Source: an optimization exercise on an open RTL-to-GDS flow (aim: small area, a short achievable clock period and few clock cycles per item). Production flows keep margins and buffers that such runs may drop. Only simulation tests tie the RTL to the original design; equivalence was not proved. Power figures rest on the tool's default switching activity, not on a simulated workload.

job 8333:
Design stripe_engine, start of the top module:
module stripe_engine (
    input  wire         clk,
    input  wire         rst,
    input  wire         in_valid,
    output wire         in_ready,
    input  wire [127:0] in_data,
    input  wire [4:0]   in_col,
    input  wire         in_last,
    input  wire [4:0]   in_a,
    input  wire [4:0]   in_b,
    output wire         out_valid,
    input  wire         out_ready,
    output wire [127:0] out_a,
    output wire [127:0] out_b
);
    function [7:0] mulx;
        input [7:0] v;
        begin
            mulx = {v[6:0], 1'b0} ^ (v[7] ? 8'h1D : 8'h00);
        end
    endfunction
    function [7:0] gf_mul;
        input [7:0] a;
        input [7:0] b;
        integer i;
        reg [7:0] p;
        reg [7:0] t;
        begin
            p = 8'h00;
            t = a;
            for (i = 0; i < 8; i = i + 1) begin
                if (b[i])
                    p = p ^ t;
                t = mulx(t);
            end
            gf_mul = p;
        end
    endfunction
    function [7:0] gf_pow_neg;
        input [4:0] i;
        begin
            gf_pow_neg = 8'h00
                   | ({8{i == 5'd0}} & 8'h01)
                   | ({8{i == 5'd1}} & 8'h8E)
                   | ({8{i == 5'd2}} & 8'h47)
                   | ({8{i == 5'd3}} & 8'hAD)
                   | ({8{i == 5'd4}} & 8'hD8)
                   | ({8{i == 5'd5}} & 8'h6C)
                   | ({8{i == 5'd6}} & 8'h36)
                   | ({8{i == 5'd7}} & 8'h1B)
                   | ({8{i == 5'd8}} & 8'h83)
                   | ({8{i == 5'd9}} & 8'hCF)
                   | ({8{i == 5'd10}} & 8'hE9)
  ...
Size: about 4,900 cells after synthesis, about 450 flip-flops, about 410 I/O pins.
export LEC_CHECK = 0
export CAP_MARGIN = 20
export CORE_MARGIN = 2
export CORE_UTILIZATION = 60
export SLEW_MARGIN = 20
create_clock -name core_clock -period 20.0 [get_ports {clk}]
standard.sh (not shown) runs the stock make flow with config.mk's settings and CLKGATE_MAP_FILE= SYNTH_SCRIPT=/design/flow/synth_recipe.tcl, a recipe that flattens the netlist after the stock synthesis.
==> flow/flow/run.sh <==
#!/bin/bash
# Standard layout (the standard.sh: standard synthesis, floorplan, place,
# CTS, route, finish) with two changes:
#  - repair_timing keeps a setup margin (flow/margin.txt), so it works on
#    paths well inside the 20 ns period;
#  - the port buffers that buffer_ports inserts are a plain buffer cell
#    (flow/portbuf.txt) rather than the resizer's default pick.
set -euo pipefail
MARGIN=$(cat flow/margin.txt)
PORTBUF=$(cat flow/portbuf.txt)
bash standard.sh SETUP_SLACK_MARGIN="$MARGIN" BUFFER_PORTS_ARGS="-buffer_cell $PORTBUF" finish > flow_make.log 2>&1
==> flow/flow/margin.txt <==
15.0
==> flow/flow/portbuf.txt <==
sky130_fd_sc_hd__buf_2
Job 8333 completed end to end with timing, DRC and antenna clean.
Testbench counts of job 8333, summed over its fixed seeds: cycles 26,344, groups 2,400.
For job 5872, these inputs were changed with respect to job 8333:
==> flow/flow/margin.txt <==
14.9
--- a/flow/config.mk
+++ b/flow/config.mk
@@ -7,2 +7,3 @@
 export LEC_CHECK = 0
+export ABC_AREA = 1
 export CAP_MARGIN = 20
Findings:
- Job 8333 finished every step from synthesis to the final layout, and the layout passed the timing, design-rule and antenna checks.
- Job 5872 | status: complete | timing, DRC, antenna: pass
- On final standard cell count with taps included and fillers excluded, the lower figure sits with job 5872, not job 8333.
- Of the two candidates, job 8333 has the better shortest clock period the worst path allows after layout and job 5872 the worse one.
- The run with more routed wire is job 8333, not job 5872.
- Between job 8333 and job 5872, final setup slack of the worst path is lower for job 5872, job 8333 comes in above that.
- The destination of the critical timing path comes out out_b[66] in one run and out_a[44] in the other, namely in job 5872 and job 8333 respectively.
- Job 5872 -> job 8333: maximum clock frequency flat
- Summary of job 5872 over job 8333: non-clock buffering overhead in the final layout shows a reduction of 4.1 points, worst hold slack shows a reduction of 0.036 ns.
Input changes introduced in job 1461 (baseline for comparison: job 5872):
==> flow/flow/margin.txt <==
14.8
Notes after the runs:
- Peak supply drop: job 5872 and job 1461 compared, higher one is job 5872
- Arrival time reported for the critical path endpoint ended up 0.09 ns higher on job 1461 than on job 5872.
- Total via count in the routed design shrinks slightly when moving from job 5872 to job 1461.
- Taking job 5872 as the reference, in job 1461 total power moved down, aggregate global-route resource usage moved down, weighted congestion at the end of routability-driven global placement moved up.
- The instance area after placement was comparable across job 5872 and job 1461.
- On final cell count, job 5872 tracks job 1461 almost exactly.
- Job 1461 vs job 5872 — number of buffers inserted by post-CTS setup repair dropped 11.
- Job 1461 vs job 5872, share of the clock period used by the worst path went up by 0.43 points.
The following lists how job 5678 was set up differently from job 1461:
==> flow/flow/margin.txt <==
14.7
Notes after the runs:
In the reports for job 1461 and job 5678, the smaller maximum clock skew at final layout belongs to job 1461. Sort job 1461 and job 5678 by via count of the first global-routing pass asc -> top: job 1461. Total power went up slightly going from job 1461 to job 5678.

---

the previous run:
stripe_engine again, from the RTL that the note above started with.
==> flow/config.mk <==
export PLATFORM = sky130hd
export DESIGN_NAME = stripe_engine
export DESIGN_NICKNAME = stripe_engine
export VERILOG_FILES = /design/flow/design.v
export SDC_FILE = /design/flow/constraint.sdc
export NUM_CORES = 4
export LEC_CHECK = 0
export ABC_AREA = 1
export CAP_MARGIN = 20
export CORE_MARGIN = 2
export CORE_UTILIZATION = 60
export SLEW_MARGIN = 20
==> flow/constraint.sdc <==
create_clock -name core_clock -period 20.0 [get_ports {clk}]
set_input_delay 4.0000 -clock core_clock [delete_from_list [all_inputs] [get_ports {clk}]]
set_output_delay 4.0000 -clock core_clock [all_outputs]
set_load 0.01 [all_outputs]
==> flow/flow/margin.txt <==
15.2
Scripts as last shown in full above: flow/flow/run.sh, flow/flow/portbuf.txt
The previous run did not stop at any stage, and its layout met the timing, design-rule and antenna checks.
Testbench counts of the previous run, summed over its fixed seeds: cycles 26,344, groups 2,400.
Inputs modified between the previous run and the current run:
==> flow/flow/margin.txt <==
15.0
--- outcome ---
The current run ends up with higher vias after detailed routing than the previous run does. Status: maximum frequency from static timing analysis parity (the previous run, the current run). The current run vs. the previous run: met2 wirelength from detailed routing climbed 2.7 mm; cell count has remained practically unchanged; area after synthesis shows no meaningful change. Diff the current run..the previous run | sequential share of layout area | negligible.

---

Setup of harbor:
stripe_engine again, from the RTL that the note above started with.
export LEC_CHECK = 0
export ABC_AREA = 1
export CAP_MARGIN = 20
export CORE_MARGIN = 2
export CORE_UTILIZATION = 60
export SLEW_MARGIN = 20
create_clock -name core_clock -period 20.0 [get_ports {clk}]
==> flow/flow/margin.txt <==
14.6
Scripts as last shown in full above: flow/flow/run.sh, flow/flow/portbuf.txt
harbor reached the final stage; the timing, design-rule and antenna checks on its layout passed.
Testbench counts of harbor, summed over its fixed seeds: cycles 26,344, groups 2,400.
Changes in indigo relative to harbor:
==> flow/flow/margin.txt <==
14.8
-- flow/config.mk --
<<< harbor, line 11
export CORE_UTILIZATION = 60
>>> indigo, line 11
export CORE_UTILIZATION = 70
export CTS_CLUSTER_DIAMETER = 60
export CTS_CLUSTER_SIZE = 25
Notes after the runs:
indigo against harbor; number of global-route vias before repair is up by a few percent. Cell area after synthesis: indigo vs harbor identical. indigo against harbor: fraction of power consumed by the clock network now smaller, switching power of the nets now sits higher, post-route fraction of the period consumed by the critical path has decreased. Going from harbor to indigo, final wirelength decreased by about 2.5% relative to the old numbers, register share of total power increased by 0.3 points relative to the old numbers, worst IR drop on VDD moved up. indigo vs. harbor: number of vias in the routed layout went up by 941.
Setup changes, indigo to quartz
==> flow/flow/portbuf.txt <==
sky130_fd_sc_hd__buf_4
-- flow/config.mk --
<<< indigo, line 11
export CORE_UTILIZATION = 70
export CTS_CLUSTER_DIAMETER = 60
export CTS_CLUSTER_SIZE = 25
>>> quartz, line 11
export CORE_UTILIZATION = 60
Results
quartz completed; timing, DRC and antenna clean. [quartz] die span in x rose about 8% relative to indigo. Relative contribution of combinational cells to total power is lower on quartz. Estimated wirelength of the detail-placed design: quartz > indigo. Of quartz and indigo, the lower wire length of the first global-routing pass belongs to indigo. Wire length went up by a few percent going from indigo to quartz. Taking indigo as the reference point, the met2 global-route usage of quartz falls by 7.6 points.
diff inputs: quartz => juniper
==> flow/flow/margin.txt <==
15.0
==> flow/flow/portbuf.txt <==
sky130_fd_sc_hd__buf_2
-- flow/config.mk --
<<< quartz, line 8
export ABC_AREA = 1
>>> juniper, line 8
<<< quartz, line 11
export CORE_UTILIZATION = 60
>>> juniper, line 10
export CORE_UTILIZATION = 40
Findings:
quartz finished every stage and its layout cleared the timing, design-rule and antenna checks.
Both conditions hold for juniper: the flow ran to the end and the final layout passed the timing, design-rule and antenna checks.
Clock buffer count sits higher in juniper than in quartz.
Diff juniper and quartz: pin slew with the least headroom to its limit higher in juniper
Looking at juniper and quartz, the largest buffer count on any clock path is a wash.

---

Starting RTL as in the previous note.
Settings: LEC_CHECK=0, ABC_AREA=1, CAP_MARGIN=20, CORE_MARGIN=2, CORE_UTILIZATION=70, SLEW_MARGIN=20; clock period 20.0 ns.
==> flow/flow/margin.txt <==
14.8
==> flow/flow/portbuf.txt <==
sky130_fd_sc_hd__buf_2
Scripts as last shown in full above: flow/flow/run.sh
The first run went through all stages and came out clean.
Testbench counts at the start, summed over its fixed seeds: cycles 26,344, groups 2,400.
Rerun with:
==> flow/flow/margin.txt (replaced) <==
15.0
- ABC_AREA: 1 -> unset
- CORE_UTILIZATION: 70 -> 60
- CTS_CLUSTER_DIAMETER: unset -> 60
- CTS_CLUSTER_SIZE: unset -> 25
Worst hold slack is better by 0.040 ns.
Worst setup slack improved by 0.092 ns.
Count of clock-buffer cells in the layout shrinks by 24.
Rerun with:
- CORE_UTILIZATION: 60 -> 70
- CTS_CLUSTER_DIAMETER: 60 -> unset
- CTS_CLUSTER_SIZE: 25 -> unset
Effect: The new run passed the timing, design-rule and antenna checks. Wire length climbs by 9.4%. Via count came out higher by 7.7%. Synthesized area is unchanged. Non-clock buffer count climbs by 28. Clock-buffer cell count came out higher by 11.

==> afterwards: timing with drivers on the ports <==
How much do the figures lean on ideal ports? The routed layouts below were timed once more, with nothing changed but the port constraints.
Step 1 (the two cells are an assumption about what drives the block):
set clk [get_ports {clk}]
set_driving_cell -lib_cell sky130_fd_sc_hd__clkbuf_16 $clk
set_driving_cell -lib_cell sky130_fd_sc_hd__buf_2 [delete_from_list [all_inputs] $clk]
Step 2 moves the port delays by t, midway between the first and last clock arrival at a register: inputs arrive t later, outputs are due t later. That takes back most of the time a late clock gives input paths.
a / b / c = no drivers / after step 1 / after step 2; a / b = the first two.
run	t (ns)	slack for setup (ns)	hold slack, ns	slew at the worst register clock pin (ns)	pins driven straight from the clock port
job 8333	0.681	14.887 / 14.821 / 14.471	0.523 / 0.523 / 0.523	0.07 / 0.07	1
job 5872	0.678	14.876 / 14.810 / 14.423	0.487 / 0.487 / 0.487	0.07 / 0.07	1
job 1461	0.659	14.790 / 14.725 / 14.364	0.484 / 0.484 / 0.484	0.07 / 0.07	1
job 5678	0.679	14.659 / 14.693 / 14.015	0.488 / 0.488 / 0.488	0.07 / 0.07	1
the previous run	0.681	14.883 / 14.815 / 14.663	0.497 / 0.497 / 0.497	0.07 / 0.07	1
the current run	0.671	14.874 / 14.807 / 14.450	0.495 / 0.495 / 0.495	0.07 / 0.07	1
harbor	0.679	14.659 / 14.693 / 14.015	0.488 / 0.488 / 0.488	0.07 / 0.07	1
indigo	0.655	14.809 / 14.746 / 14.353	0.493 / 0.493 / 0.493	0.09 / 0.09	1
quartz	0.677	14.810 / 14.742 / 14.399	0.492 / 0.492 / 0.492	0.07 / 0.07	1
juniper	0.719	14.854 / 14.777 / 14.423	0.524 / 0.524 / 0.524	0.06 / 0.06	1
the first run of note 4	0.669	14.810 / 14.746 / 14.307	0.489 / 0.489 / 0.489	0.07 / 0.07	1
the second run of note 4	0.661	14.902 / 14.837 / 14.381	0.528 / 0.528 / 0.528	0.09 / 0.09	1
the third run of note 4	0.671	14.877 / 14.810 / 14.425	0.521 / 0.521 / 0.521	0.07 / 0.07	1
After both steps setup and hold are still met in every run listed.
